Background: an optimization exercise with open tools, aiming at a short achievable clock period and few clock cycles. Do not read the settings as production practice. Only simulation tests tie the RTL to the original design; equivalence was not proved.

File: constraint.sdc
create_clock -name core_clock -period 20.0 [get_ports {clk}]
set_input_delay 4.0000 -clock core_clock [delete_from_list [all_inputs] [get_ports {clk}]]
set_output_delay 4.0000 -clock core_clock [all_outputs]
set_load 0.01 [all_outputs]
File: flow/run.sh
#!/bin/bash
set -euo pipefail
bash standard.sh SETUP_SLACK_MARGIN=13.5 finish > standard_flow.log 2>&1
File: design.v
module fox_core (
    input  wire        clk,
    input  wire        rst,
    input  wire        start,
    input  wire [13:0] start_pc,      
    input  wire [3:0]  engine_id,
    input  wire [31:0] arg0,
    input  wire [31:0] arg1,
    input  wire [31:0] arg2,
    input  wire [31:0] arg3,
    output wire [13:0] imem_addr,
    input  wire [31:0] imem_rdata,
    output reg         dmem_en,
    output reg         dmem_we,
    output reg  [3:0]  dmem_be,
    output reg  [12:0] dmem_addr,
    output reg  [31:0] dmem_wdata,
    input  wire [31:0] dmem_rdata,
    output wire [2:0]  state,
    output reg  [3:0]  cause,
    output wire [15:0] fault_pc
);
    localparam [2:0] ST_IDLE    = 3'd0;
    localparam [2:0] ST_RUNNING = 3'd1;
    localparam [2:0] ST_HALTED  = 3'd3;
    localparam [2:0] ST_FAULTED = 3'd4;
    localparam [3:0] C_ILLEGAL  = 4'd1;
    localparam [3:0] C_ALIGN    = 4'd2;
    localparam [3:0] C_ADDRESS  = 4'd3;
    localparam [3:0] C_PC_RANGE = 4'd7;
    reg [2:0]  state_r;
    reg [13:0] fault_w;
    reg [31:0] epoch;
    reg [31:0] sreg [1:15];
    assign state    = state_r;
    assign fault_pc = {fault_w, 2'b00};
    wire running = (state_r == ST_RUNNING);
    reg        fe_on;          
    reg [13:0] fpc;            
    reg        bus_v;          
    reg [13:0] bus_pc;         
    reg        sk_v;           
    reg [31:0] sk_ir;
    reg [13:0] sk_pc;
    reg [13:0] sk_pred;
    reg        e_v;            
    reg [31:0] ir;
    reg [13:0] e_pc;
    reg [13:0] e_pred;
    assign imem_addr = fpc;
    localparam integer NBTB = 8;
    reg [NBTB-1:0] btb_v;
    reg [13:0]     btb_tag [0:NBTB-1];
    reg [13:0]     btb_tgt [0:NBTB-1];
    reg [2:0]      btb_rr;
    reg            bu_v, bu_j;
    reg [13:0]     bu_pc, bu_tgt;
    reg        f_hit;
    reg [13:0] f_tgt;
    integer bi;
    always @(*) begin
        f_hit = 1'b0;
        f_tgt = 14'd0;
        for (bi = 0; bi < NBTB; bi = bi + 1)
            if (btb_v[bi] && btb_tag[bi] == fpc) begin
                f_hit = 1'b1;
                f_tgt = btb_tgt[bi];
            end
    end
    wire [13:0] fpc_pred = f_hit ? f_tgt : fpc + 14'd1;
    wire [31:0] nw    = sk_v ? sk_ir : imem_rdata;
    wire [5:0]  n_op  = nw[31:26];
    wire [3:0]  n_fx  = nw[25:22];
    wire [3:0]  n_fy  = nw[21:18];
    wire [3:0]  n_fz  = nw[17:14];
    wire [13:0] n_fn  = nw[13:0];
    wire n_is_sys    = (n_op == 6'h00);
    wire n_is_alu    = (n_op == 6'h01);
    wire n_is_immop  = (n_op >= 6'h02) && (n_op <= 6'h08);
    wire n_is_load   = (n_op >= 6'h10) && (n_op <= 6'h14);
    wire n_is_store  = (n_op >= 6'h15) && (n_op <= 6'h17);
    wire n_is_branch = (n_op >= 6'h20) && (n_op <= 6'h25);
    wire n_is_call   = (n_op == 6'h26);
    wire n_is_callr  = (n_op == 6'h27);
    wire n_sys_plain = (n_fx == 4'd0) && (n_fy == 4'd0) && (n_fz == 4'd0) && (n_fn[13:8] == 6'd0);
    wire n_gets_ok   = (n_fn[13:8] == 6'd0) || (n_fn[13:8] == 6'd1) ||
                       (n_fn[13:8] >= 6'd8 && n_fn[13:8] <= 6'd11);
    wire n_is_halt   = n_is_sys && (n_fn[7:0] == 8'd0);
    wire n_is_nop    = n_is_sys && ((n_fn[7:0] == 8'd1) || (n_fn[7:0] == 8'd2));
    wire n_is_gets   = n_is_sys && (n_fn[7:0] == 8'd3);
    reg n_legal;
    always @(*) begin
        if (n_is_halt || n_is_nop)
            n_legal = n_sys_plain;
        else if (n_is_gets)
            n_legal = (n_fy == 4'd0) && (n_fz == 4'd0) && n_gets_ok;
        else if (n_is_alu)
            n_legal = (n_fn <= 14'd14);
        else if (n_op == 6'h06)
            n_legal = (n_fn[13:7] == 7'd0) && (nw[17:14] == 4'd0) && (n_fn[6:5] != 2'd3);
        else
            n_legal = n_is_immop || n_is_load || n_is_store || n_is_branch || n_is_call || n_is_callr;
    end
    wire n_is_mul = n_is_alu && n_legal && (n_fn[3:0] == 4'd10 || n_fn[3:0] == 4'd11);
    wire n_is_div = n_is_alu && n_legal && (n_fn[3:0] == 4'd14);
    wire [3:0] n_fb = n_is_alu ? n_fz : n_fx;
    wire n_uses_y = n_is_alu || (n_is_immop && n_op != 6'h08) || n_is_load || n_is_store ||
                    n_is_branch || n_is_callr;
    wire n_uses_b = n_is_alu || n_is_store || n_is_branch;
    wire n_wa = n_legal && ((n_is_alu && !n_is_mul) || n_is_immop || n_is_gets ||
                            n_is_call || n_is_callr);
    reg        is_alu, is_immop, is_load, is_store, is_mem, is_branch, is_call, is_callr;
    reg        is_halt, is_gets, legal, is_mul, is_div, uses_y, uses_b, wa_want;
    reg [3:0]  fb;
    reg [15:1] sel_y, sel_b;
    wire [5:0]  op    = ir[31:26];
    wire [3:0]  fx    = ir[25:22];
    wire [3:0]  fy    = ir[21:18];
    wire [3:0]  fz    = ir[17:14];
    wire [13:0] fn    = ir[13:0];
    wire [17:0] imm18 = ir[17:0];
    wire [21:0] imm22 = ir[21:0];
    wire [31:0] imm_s  = {{14{imm18[17]}}, imm18};
    wire [31:0] imm_z  = {14'b0, imm18};
    reg  [31:0] ry, rb;
    integer rr;
    always @(*) begin
        ry = 32'd0;
        rb = 32'd0;
        for (rr = 1; rr <= 15; rr = rr + 1) begin
            ry = ry | ({32{sel_y[rr]}} & sreg[rr]);
            rb = rb | ({32{sel_b[rr]}} & sreg[rr]);
        end
    end
    wire [31:0] rx = rb;
    wire [31:0] rz = rb;
    reg        l1_v, l2_v;         
    reg [3:0]  l1_dst, l2_dst;
    reg        l1_ld, l2_ld;       
    reg [2:0]  l1_lop, l2_lop;
    reg [1:0]  l1_off, l2_off;
    reg        l1_hi, l2_hi;
    wire hz = (uses_y && ((l1_v && l1_dst == fy) || (l2_v && l2_dst == fy))) ||
              (uses_b && ((l1_v && l1_dst == fb) || (l2_v && l2_dst == fb)));
    wire [31:0] sum_yz = ry + rz;
    wire [31:0] dif_yz = ry - rz;
    wire        lt_s   = ($signed(ry) < $signed(rz));
    wire        lt_u   = (ry < rz);
    reg  [31:0] alu_r;
    always @(*) begin
        case (fn[3:0])
            4'd0:  alu_r = sum_yz;
            4'd1:  alu_r = dif_yz;
            4'd2:  alu_r = ry & rz;
            4'd3:  alu_r = ry | rz;
            4'd4:  alu_r = ry ^ rz;
            4'd5:  alu_r = ry << rz[4:0];
            4'd6:  alu_r = ry >> rz[4:0];
            4'd7:  alu_r = $signed(ry) >>> rz[4:0];
            4'd8:  alu_r = {31'd0, lt_s};
            4'd9:  alu_r = {31'd0, lt_u};
            4'd12: alu_r = lt_s ? ry : rz;
            4'd13: alu_r = lt_s ? rz : ry;
            default: alu_r = 32'd0;
        endcase
    end
    reg [31:0] immop_r;
    always @(*) begin
        case (op)
            6'h02: immop_r = ry + imm_s;
            6'h03: immop_r = ry & imm_z;
            6'h04: immop_r = ry | imm_z;
            6'h05: immop_r = ry ^ imm_z;
            6'h06: begin
                case (imm18[6:5])
                    2'd0:    immop_r = ry << imm18[4:0];
                    2'd1:    immop_r = ry >> imm18[4:0];
                    default: immop_r = $signed(ry) >>> imm18[4:0];
                endcase
            end
            6'h07: immop_r = {31'd0, $signed(ry) < $signed(imm_s)};
            default: immop_r = {imm22, 10'd0};     
        endcase
    end
    reg [31:0] gets_r;
    always @(*) begin
        case (fn[13:8])
            6'd0:    gets_r = {28'd0, engine_id};
            6'd1:    gets_r = epoch;
            6'd8:    gets_r = arg0;
            6'd9:    gets_r = arg1;
            6'd10:   gets_r = arg2;
            default: gets_r = arg3;
        endcase
    end
    wire [31:0] ea = ry + imm_s;
    reg  [1:0]  size_code;    
    always @(*) begin
        case (op)
            6'h10, 6'h15:        size_code = 2'd2;
            6'h11, 6'h12, 6'h16: size_code = 2'd1;
            default:             size_code = 2'd0;
        endcase
    end
    wire misaligned = (size_code == 2'd2) ? (ea[1:0] != 2'b00) :
                      (size_code == 2'd1) ? ea[0] : 1'b0;
    wire out_of_range = (ea[31:15] != 17'd0);
    reg [3:0]  st_be;
    reg [31:0] st_data;
    always @(*) begin
        case (size_code)
            2'd2:    begin st_be = 4'b1111;                st_data = rx; end
            2'd1:    begin st_be = 4'b0011 << ea[1:0];     st_data = {2{rx[15:0]}}; end
            default: begin st_be = 4'b0001 << ea[1:0];     st_data = {4{rx[7:0]}}; end
        endcase
    end
    wire br_eq  = (rx == ry);
    wire br_lt  = ($signed(rx) < $signed(ry));
    wire br_lo  = (rx < ry);
    reg br_taken;
    always @(*) begin
        case (op)
            6'h20:   br_taken = br_eq;
            6'h21:   br_taken = !br_eq;
            6'h22:   br_taken = br_lt;
            6'h23:   br_taken = !br_lt;
            6'h24:   br_taken = br_lo;
            default: br_taken = !br_lo;
        endcase
    end
    wire [31:0] pc_w      = {18'd0, e_pc};
    wire [31:0] br_tgt    = pc_w + imm_s;
    wire [31:0] call_tgt  = pc_w + {{10{imm22[21]}}, imm22};
    wire [31:0] callr_b   = ry + imm_s;
    wire [31:0] callr_tgt = {2'b00, callr_b[31:2]};
    wire [31:0] link      = {16'd0, e_pc, 2'b00} + 32'd4;
    wire [13:0] pc_inc    = e_pc + 14'd1;
    wire last_word = (e_pc == 14'h3FFF);
    wire br_range_bad    = (br_tgt[31:14] != 18'd0);
    wire call_range_bad  = (call_tgt[31:14] != 18'd0);
    wire callr_range_bad = (callr_tgt[31:14] != 18'd0);
    reg [1:0]  dv_st;        
    reg [31:0] dv_n, dv_d, dv_q, dv_r;
    reg [33:0] dv_d3;
    reg [4:0]  dv_cnt;
    reg        dv_neg, dv_zero;
    function [5:0] clz32(input [31:0] v);
        integer i;
        begin
            clz32 = 6'd32;
            for (i = 0; i <= 31; i = i + 1)
                if (v[i]) clz32 = 6'd31 - i[5:0];
        end
    endfunction
    wire [5:0]  dv_lzn   = clz32(dv_n);
    wire [5:0]  dv_lzd   = clz32(dv_d);
    wire [5:0]  dv_k     = dv_lzd - dv_lzn + 6'd1;           
    wire [5:0]  dv_k2    = dv_k + {5'd0, dv_k[0]};           
    wire [63:0] dv_nsh   = {32'd0, dv_n} << (6'd32 - dv_k2);
    wire        dv_small = dv_zero || (dv_n < dv_d);
    wire [33:0] dv_rr = {dv_r, dv_q[31:30]};
    wire [34:0] dv_s1 = {1'b0, dv_rr} - {3'b0, dv_d};
    wire [34:0] dv_s2 = {1'b0, dv_rr} - {2'b0, dv_d, 1'b0};
    wire [34:0] dv_s3 = {1'b0, dv_rr} - {1'b0, dv_d3};
    reg  [1:0]  dv_dig;
    reg  [31:0] dv_rn;
    always @(*) begin
        if (!dv_s3[34])      begin dv_dig = 2'd3; dv_rn = dv_s3[31:0]; end
        else if (!dv_s2[34]) begin dv_dig = 2'd2; dv_rn = dv_s2[31:0]; end
        else if (!dv_s1[34]) begin dv_dig = 2'd1; dv_rn = dv_s1[31:0]; end
        else                 begin dv_dig = 2'd0; dv_rn = dv_rr[31:0]; end
    end
    wire [31:0] dv_res = dv_neg ? (32'd0 - dv_q) : dv_q;
    reg  [31:0] mul_a, mul_b;
    reg  [63:0] pp [0:16];
    reg  [63:0] t1 [0:11];
    reg  [63:0] t2 [0:7];
    reg  [63:0] t3 [0:5];
    reg  [63:0] t4 [0:3];
    reg  [63:0] t5 [0:2];
    reg  [63:0] mul_s, mul_c;
    reg  [63:0] mul_s2, mul_c2;
    integer mi;
    reg [2:0]  bw;
    reg [63:0] ma64, msel;
    always @(*) begin
        ma64 = {{32{mul_a[31]}}, mul_a};
        pp[16] = 64'd0;
        for (mi = 0; mi < 16; mi = mi + 1) begin
            bw = {mul_b[2*mi+1], mul_b[2*mi], (mi == 0) ? 1'b0 : mul_b[2*mi-1]};
            case (bw)
                3'b001, 3'b010, 3'b101, 3'b110: msel = ma64;
                3'b011, 3'b100:                 msel = ma64 << 1;
                default:                        msel = 64'd0;
            endcase
            pp[mi] = (bw[2] ? ~msel : msel) << (2 * mi);
            pp[16][2*mi] = bw[2];
        end
        for (mi = 0; mi < 5; mi = mi + 1) begin
            t1[2*mi]   = pp[3*mi] ^ pp[3*mi+1] ^ pp[3*mi+2];
            t1[2*mi+1] = ((pp[3*mi] & pp[3*mi+1]) | (pp[3*mi] & pp[3*mi+2]) | (pp[3*mi+1] & pp[3*mi+2])) << 1;
        end
        t1[10] = pp[15];
        t1[11] = pp[16];
        for (mi = 0; mi < 4; mi = mi + 1) begin
            t2[2*mi]   = t1[3*mi] ^ t1[3*mi+1] ^ t1[3*mi+2];
            t2[2*mi+1] = ((t1[3*mi] & t1[3*mi+1]) | (t1[3*mi] & t1[3*mi+2]) | (t1[3*mi+1] & t1[3*mi+2])) << 1;
        end
        for (mi = 0; mi < 2; mi = mi + 1) begin
            t3[2*mi]   = t2[3*mi] ^ t2[3*mi+1] ^ t2[3*mi+2];
            t3[2*mi+1] = ((t2[3*mi] & t2[3*mi+1]) | (t2[3*mi] & t2[3*mi+2]) | (t2[3*mi+1] & t2[3*mi+2])) << 1;
        end
        t3[4] = t2[6];
        t3[5] = t2[7];
        for (mi = 0; mi < 2; mi = mi + 1) begin
            t4[2*mi]   = t3[3*mi] ^ t3[3*mi+1] ^ t3[3*mi+2];
            t4[2*mi+1] = ((t3[3*mi] & t3[3*mi+1]) | (t3[3*mi] & t3[3*mi+2]) | (t3[3*mi+1] & t3[3*mi+2])) << 1;
        end
        t5[0] = t4[0] ^ t4[1] ^ t4[2];
        t5[1] = ((t4[0] & t4[1]) | (t4[0] & t4[2]) | (t4[1] & t4[2])) << 1;
        t5[2] = t4[3];
        mul_s = t5[0] ^ t5[1] ^ t5[2];
        mul_c = ((t5[0] & t5[1]) | (t5[0] & t5[2]) | (t5[1] & t5[2])) << 1;
    end
    wire [63:0] mul_p = mul_s2 + mul_c2;
    wire [31:0] ld_sh = dmem_rdata >> {l2_off, 3'b000};
    reg  [31:0] ld_val;
    always @(*) begin
        case (l2_lop)
            3'd0:    ld_val = dmem_rdata;
            3'd1:    ld_val = {{16{ld_sh[15]}}, ld_sh[15:0]};
            3'd2:    ld_val = {16'd0, ld_sh[15:0]};
            3'd3:    ld_val = {{24{ld_sh[7]}}, ld_sh[7:0]};
            default: ld_val = {24'd0, ld_sh[7:0]};
        endcase
    end
    wire [31:0] wb_val = l2_ld ? ld_val : (l2_hi ? mul_p[63:32] : mul_p[31:0]);
    reg        cr_st;            
    reg [13:0] cr_tgt;
    reg        cr_bad;
    wire e_go = e_v && !hz;       
    wire div_done = (dv_st == 2'd1 && dv_small) || (dv_st == 2'd3);
    wire e_done = e_go && (is_div ? div_done : (is_callr && legal) ? cr_st : 1'b1);
    wire f_illegal = !legal;
    wire f_align   = legal && is_mem && misaligned;
    wire f_addr    = legal && is_mem && !misaligned && out_of_range;
    wire br_do     = legal && is_branch && br_taken;
    wire call_bad  = legal && ((is_call && call_range_bad) || (is_callr && cr_bad));
    wire f_brange  = (br_do && br_range_bad) || call_bad;
    wire jumps     = br_do || (legal && (is_call || is_callr));
    wire f_seq     = legal && !is_halt && !jumps && !f_align && !f_addr && last_word;
    wire e_halt    = legal && is_halt;
    wire e_fault   = f_illegal || f_align || f_addr || f_brange;
    wire e_end     = e_done && (e_halt || e_fault || f_seq);
    wire mem_ok    = e_done && legal && is_mem && !misaligned && !out_of_range;
    wire [13:0] tgt14 = is_callr ? cr_tgt :
                        is_call  ? call_tgt[13:0]  : br_tgt[13:0];
    wire mp_seq = (pc_inc != e_pred);
    wire mp_tgt = (tgt14 != e_pred) || is_callr;
    wire e_redirect = e_done && !e_end && (jumps ? mp_tgt : mp_seq);
    wire [13:0] redirect_pc = jumps ? tgt14 : pc_inc;
    reg [31:0] wa_val;
    always @(*) begin
        if (is_alu)
            wa_val = is_div ? ((dv_st == 2'd3) ? dv_res : 32'd0) : alu_r;
        else if (is_immop)
            wa_val = immop_r;
        else if (is_gets)
            wa_val = gets_r;
        else
            wa_val = link;
    end
    wire wa_en = e_done && wa_want && !call_bad && (fx != 4'd0);
    wire wb_en = l2_v;
    integer ri;
    always @(posedge clk) begin
        for (ri = 1; ri <= 15; ri = ri + 1) begin
            if (wa_en && fx == ri[3:0])
                sreg[ri] <= wa_val;
            else if (wb_en && l2_dst == ri[3:0])
                sreg[ri] <= wb_val;
        end
    end
    wire start_ok = start && !running;
    wire e_adv    = !e_v || e_done;
    wire lost     = !e_adv && sk_v && bus_v;
    reg  end_pend;
    always @(posedge clk) begin
        l2_v   <= l1_v && !(wa_en && fx == l1_dst);
        l2_dst <= l1_dst;
        l2_ld  <= l1_ld;
        l2_lop <= l1_lop;
        l2_off <= l1_off;
        l2_hi  <= l1_hi;
        mul_s2 <= mul_s;
        mul_c2 <= mul_c;
        l1_v   <= 1'b0;
        l1_dst <= fx;
        l1_ld  <= is_load;
        l1_lop <= op[2:0];
        l1_off <= ea[1:0];
        l1_hi  <= fn[0];
        mul_a  <= ry;
        mul_b  <= rz;
        dmem_en    <= 1'b0;
        dmem_we    <= is_store;
        dmem_be    <= is_store ? st_be : 4'b0000;
        dmem_addr  <= ea[14:2];
        dmem_wdata <= st_data;
        if (mem_ok) begin
            dmem_en <= 1'b1;
            if (is_load && fx != 4'd0) l1_v <= 1'b1;
        end
        if (e_done && legal && is_mul && fx != 4'd0) l1_v <= 1'b1;
        if (e_v && legal && is_div) begin
            case (dv_st)
                2'd0: if (e_go) begin
                    dv_n    <= ry[31] ? (32'd0 - ry) : ry;
                    dv_d    <= rz[31] ? (32'd0 - rz) : rz;
                    dv_neg  <= ry[31] ^ rz[31];
                    dv_zero <= (rz == 32'd0);
                    dv_st   <= 2'd1;
                end
                2'd1: begin
                    if (dv_small) dv_st <= 2'd0;
                    else begin
                        dv_r   <= dv_nsh[63:32];
                        dv_q   <= dv_nsh[31:0];
                        dv_d3  <= {2'b0, dv_d} + {1'b0, dv_d, 1'b0};
                        dv_cnt <= dv_k2[5:1];
                        dv_st  <= 2'd2;
                    end
                end
                2'd2: begin
                    dv_r   <= dv_rn;
                    dv_q   <= {dv_q[29:0], dv_dig};
                    dv_cnt <= dv_cnt - 5'd1;
                    if (dv_cnt == 5'd1) dv_st <= 2'd3;
                end
                default: dv_st <= 2'd0;
            endcase
        end
        if (rst || e_done)
            cr_st <= 1'b0;
        else if (e_go && legal && is_callr) begin
            cr_st  <= 1'b1;
            cr_tgt <= callr_tgt[13:0];
            cr_bad <= callr_range_bad;
        end
        bu_v   <= e_redirect && !is_callr;
        bu_j   <= jumps;
        bu_pc  <= e_pc;
        bu_tgt <= tgt14;
        if (bu_v) begin
            for (bi = 0; bi < NBTB; bi = bi + 1)
                if (btb_tag[bi] == bu_pc) btb_v[bi] <= 1'b0;
            if (bu_j) begin
                for (bi = 0; bi < NBTB; bi = bi + 1)
                    if (bi[2:0] == btb_rr) begin
                        btb_v[bi]   <= 1'b1;
                        btb_tag[bi] <= bu_pc;
                        btb_tgt[bi] <= bu_tgt;
                    end
                btb_rr <= btb_rr + 3'd1;
            end
        end
        if (e_adv) begin
            ir <= nw;
            if (sk_v) begin
                e_pc <= sk_pc; e_pred <= sk_pred;
            end else begin
                e_pc <= bus_pc; e_pred <= fpc;
            end
            is_alu    <= n_is_alu;
            is_immop  <= n_is_immop;
            is_load   <= n_is_load;
            is_store  <= n_is_store;
            is_mem    <= n_is_load || n_is_store;
            is_branch <= n_is_branch;
            is_call   <= n_is_call;
            is_callr  <= n_is_callr;
            is_halt   <= n_is_halt;
            is_gets   <= n_is_gets;
            legal     <= n_legal;
            is_mul    <= n_is_mul;
            is_div    <= n_is_div;
            uses_y    <= n_uses_y;
            uses_b    <= n_uses_b;
            wa_want   <= n_wa;
            fb        <= n_fb;
            for (bi = 1; bi <= 15; bi = bi + 1) begin
                sel_y[bi] <= (n_fy == bi[3:0]);
                sel_b[bi] <= (n_fb == bi[3:0]);
            end
        end
        if (e_adv ? sk_v : !sk_v) begin
            sk_ir   <= imem_rdata;
            sk_pc   <= bus_pc;
            sk_pred <= fpc;
        end
        if (start_ok) begin
            fpc   <= start_pc;
            fe_on <= 1'b1;
            bus_v <= 1'b0;
            sk_v  <= 1'b0;
            e_v   <= 1'b0;
        end else if (!fe_on || e_end) begin
            fe_on <= 1'b0;
            bus_v <= 1'b0;
            sk_v  <= 1'b0;
            e_v   <= 1'b0;
        end else if (e_redirect) begin
            fpc   <= redirect_pc;
            bus_v <= 1'b0;
            sk_v  <= 1'b0;
            e_v   <= 1'b0;
        end else begin
            if (e_adv)
                e_v <= sk_v | bus_v;
            if (e_adv ? sk_v : !sk_v)
                sk_v <= bus_v;
            if (lost) begin
                fpc   <= bus_pc;
                bus_v <= 1'b0;
            end else begin
                bus_v  <= 1'b1;
                bus_pc <= fpc;
                fpc    <= fpc_pred;
            end
        end
        end_pend <= 1'b0;
        if (start_ok) begin
            state_r <= ST_RUNNING;
            cause   <= 4'd0;
            epoch   <= epoch + 32'd1;
        end else if (e_end) begin
            fault_w <= e_pc;
            if (e_fault) begin
                state_r <= ST_FAULTED;
                cause   <= f_illegal ? C_ILLEGAL : f_align ? C_ALIGN :
                           f_addr ? C_ADDRESS : C_PC_RANGE;
            end else if (e_halt) begin
                state_r <= ST_HALTED;
            end else if (mem_ok) begin
                end_pend <= 1'b1;      
            end else begin
                state_r <= ST_FAULTED;
                cause   <= C_PC_RANGE;
            end
        end else if (end_pend) begin
            state_r <= ST_FAULTED;
            cause   <= C_PC_RANGE;
        end
        if (rst) begin
            state_r  <= ST_IDLE;
            cause    <= 4'd0;
            epoch    <= 32'd0;
            fe_on    <= 1'b0;
            bus_v    <= 1'b0;
            sk_v     <= 1'b0;
            e_v      <= 1'b0;
            end_pend <= 1'b0;
            dmem_en  <= 1'b0;
            l1_v     <= 1'b0;
            l2_v     <= 1'b0;
            dv_st    <= 2'd0;
            btb_v    <= {NBTB{1'b0}};
            btb_rr   <= 3'd0;
            bu_v     <= 1'b0;
        end
    end
endmodule
File: standard.sh
#!/bin/bash
# synth_recipe.tcl (not shown) runs the flow's synth.tcl, then flattens the netlist and writes it again
# the make line also repeats each setting of config.mk as NAME=value (left out here)
make -C /OpenROAD-flow-scripts/flow DESIGN_CONFIG=/design/flow/config.mk WORK_HOME=/design/flow/orfs CLKGATE_MAP_FILE= SYNTH_SCRIPT=/design/flow/synth_recipe.tcl "${@:-finish}"
File: config.mk
export PLATFORM = sky130hd
export DESIGN_NAME = fox_core
export DESIGN_NICKNAME = fox_core
export VERILOG_FILES = /design/flow/design.v
export SDC_FILE = /design/flow/constraint.sdc
export NUM_CORES = 4
export LEC_CHECK = 0
export ABC_CLOCK_PERIOD_IN_PS = 4000
export CAP_MARGIN = 20
export CORE_MARGIN = 2
export CORE_UTILIZATION = 45
export SLEW_MARGIN = 20
export TNS_END_PERCENT = 5
==> results.txt <==
post-DR vias/cell=6.867; register area share after synthesis=0.3247; RD Place Congestion=1.067; Primary FF master, synth=edfxtp_1; Crit path max-delay family=compound AO/OA/AOI/OAI gates; Syn Std Cell Area=0.1227 mm²; via count=113100; Period Utilization, post-route=0.3309; status=timing/DRC/antenna clean; Critical Path, Cell by Cell=buf_6 -> a222oi_1 -> nand3_1 -> nor2_4 -> buf_8 -> clkinvlp_4 -> buf_4 -> buf_4 -> ha_1 -> or2_2 -> o221ai_2 -> a2111oi_2 -> o311a_1 -> o221a_2 -> o31ai_2 -> a31oi_1 -> or2_1 -> xnor2_1 -> o211ai_1 -> o2111ai_2 -> buf_6 -> o21ai_0; largest cells by area after synthesis=edfxtp_1, fa_1, xnor2_1; first-pass GRT wire length=816.0 mm; Initial Util=0.4529; # Max-Cap Violations=0; Setup CP Type=reg -> reg; clk sinks=1441; antenna violations before repair=49; area leader, netlist=edfxtp_1; Max Buffers Root-to-Sink=4; path depth of the worst reg2reg path=22; Slew headroom=0.1214; Synth Instances=12810; Num CTS Buffers=172; YS warnings=10; Unique masters post-synth=120; fin area=0.1370 mm²; # H-tree levels=4; Skew-Pair Late Insertion Delay=0.92 ns; grt total ovfl=0; crit start category=register; Port Buffers=297; Max Fclk=151.1 MHz; WHS=0.3323 ns; CTS Root Cell=clkbuf_16; # setup viols final=0; layout net count=14100; largest net degree at the start of global routing=121; number of global-route vias before repair=108900; dpl hpwl=400.0 mm; core footprint=0.2710 mm²; #FFs+latches synth=1441; Worst Tran Pin Value=1.309 ns; Slew Viols, Final=0; total die area=0.2770 mm²; EDFF count, synth=1100; synthesized area per cell=9.580 µm²; ys async rst share=0; post-synth top area share=0.2691; Pre-antenna DRT Iters=10; overall routed net length=580.6 mm; Cell Area, Placed=0.1297 mm²; Setup TNS=0 ns; num rows=191; drt drc=0; clock skew=0.08835 ns; CP peak stage delay=0.52 ns; hold-fix buffers at CTS=0; Critical Path RT=20.72 ns; Crit. End Element=register; Wirelength per Cell=35.24 µm; CP arrival=7.34 ns; Hold Path Depth=0; CP Buf/Inv Count=6; Die W=526.3 µm; hold path endpoint=l2_hi; GRT Overall Usage=0.4050; reg2reg end=sreg[6][26]; CP max stage cell=o211ai_1; register-to-register setup slack=13.38 ns; worst-path fanout max=32; Detail Route Antenna Nets=0; area delta synth->final=11.65%; chip height=526.3 µm; clk slew on worst S/H paths=0.06 ns; Crit Reg-Reg Startpoint=sel_y[13]; Tightest Hold Check Type=reg -> reg; Iter 0 DRT Violations=17640; Tmin final=6.619 ns; hold_sp=l1_hi; RSZ-0062 raised after global routing=yes; final hold vios=0; layout cell share with drive strength beyond 1=0.1005; IO Count=301; CTS tree=yes
==> final cells by class <==
class	count	area [µm²]
fill	24830	134000
multi-input combinational	9480	76630
sequential	1441	39870
timing repair buffer	777	6990
clock buffer	236	4903
tap	3570	4467
inverter	867	3277
clock inverter	73	817.0
antenna	31	77.57
==> placed cells by master (no fill, tap or decap), drive strengths merged, types with 612 or more instances in the layout <==
| cell | count |
|---|---|
| nand2 | 794 |
| edfxtp | 1100 |
| xnor2 | 976 |
| a22oi | 869 |
| nor2 | 804 |
| inv | 860 |
| o21ai | 701 |
| mux2i | 632 |
| ha | 612 |
| a21oi | 662 |
==> routing by layer <==
layer  up-vias  track usage  share of wire  wire length [µm]
li1      46680            -              -                 -
met1     55820       0.5373           0.39            224800
met3      1933       0.1096           0.12             71560
met5         -            0        0.00061               355
met2      8652       0.5910           0.42            243000
met4        46       0.2369          0.070             40900
==> worst max-delay path by stage <==
stage | startpoint | to | cells after the start
detailed placement | dv_d[1] | dv_r[27] | 31
CTS | arg2[24] | sreg[8][24] | 13
global placement | dv_d[1] | dv_r[27] | 31
floorplan | sel_b[14] | bus_pc[0] | 22
finish | sel_y[13] | sreg[6][26] | 22
global route | sel_b[14] | sreg[6][26] | 23
==> synth_stat cells, types with 129 or more instances <==
master    instances
edfxtp_1       1100
xnor2_1         976
a22oi_1         867
inv_1           833
nor2_1          801
nand2_1         794
clkbuf_1        725
a21oi_1         658
o21ai_0         658
mux2i_1         632
ha_1            612
fa_1            536
dfxtp_1         341
nor3_1          233
nand3_1         231
xor2_1          176
nand4_1         162
a21o_1          137
a211oi_1        129
mux2_2          129
==> worst reg2reg max path: stages, from the launching register on <==
cell        delay (ns)
edfxtp_1          0.38
buf_6             0.28
a222oi_1          0.45
nand3_1           0.23
nor2_4            0.22
buf_8             0.29
clkinvlp_4        0.15
buf_4             0.20
buf_4             0.15
ha_1              0.27
or2_2             0.34
o221ai_2          0.29
a2111oi_2         0.15
o311a_1           0.44
o221a_2           0.29
o31ai_2           0.33
a31oi_1           0.21
or2_1             0.27
xnor2_1           0.13
o211ai_1          0.52
o2111ai_2         0.34
buf_6             0.27
o21ai_0           0.25
==> metrics by stage <==
| step | std cells | worst slack [ns] | util |
|---|---|---|---|
| finish | 16480 | 13.38 | 0.5057 |
| CTS | 16410 | 13.38 | 0.5022 |
| detailed placement | 16080 | 11.78 | 0.4785 |
| global placement | 16080 | 11.60 | 0.4783 |
| floorplan | 12810 | 13.39 | - |
| global route | 16450 | 13.40 | 0.5054 |
==> flip-flops by register name (all words and copies together), names as in the netlist, 34 cells and up <==
signal   flops
sreg       480
btb_tag    112
btb_tgt    112
mul_s2      64
mul_c2      59
dv_d3       34
==> cell families (layout without fill, tap and decap cells) <==
group | Yosys count | count (layout) | share of synthesized area
other cells | 1 | 34 | 0.00003055
compound gates | 3574 | 3574 | 0.1981
buf+inv | 1894 | 1953 | 0.06255
flops | 1441 | 1441 | 0.3247
fa+ha+maj | 1148 | 1148 | 0.1498
mux | 831 | 831 | 0.07622
simple gates | 2769 | 2770 | 0.1060
xor+xnor | 1154 | 1154 | 0.08257
==> timing repair <==
item,CTS,global route
gates resized for setup,111,109
setup endpoints to repair,648,596
buffers inserted,20,20
cloned,2,2
pin swaps,12,17
Testbench counts, summed over its fixed seeds: cycles 106,395.

static timing again, ports no longer ideal:
No port has a modelled driver above. Below, the same layout with a new extraction and two added sets of constraints. Step 1 assumes that a clkbuf_16 drives the clock port and a buf_2 every other input. Step 2, shift: input delay + t, output delay - t, t = (earliest + latest rising clock arrival at the registers) / 2. This alone moves slack from input paths to output paths. Three values: ideal ports, drivers, drivers and shift; two values: the first two.
shift t [ns]: 0.960
setup slack, ns: 13.381 / 13.381 / 12.501
hold slack, ns: 0.332 / 0.332 / 0.332
latest minus earliest clock arrival (ns): 0.088 / 0.089
worst register clock-pin slew, ns: 0.09 / 0.09
After both steps this run still meets setup and hold. For this run, drivers alone change the setup slack by 0.000 ns; drivers and shift together by -0.880 ns.
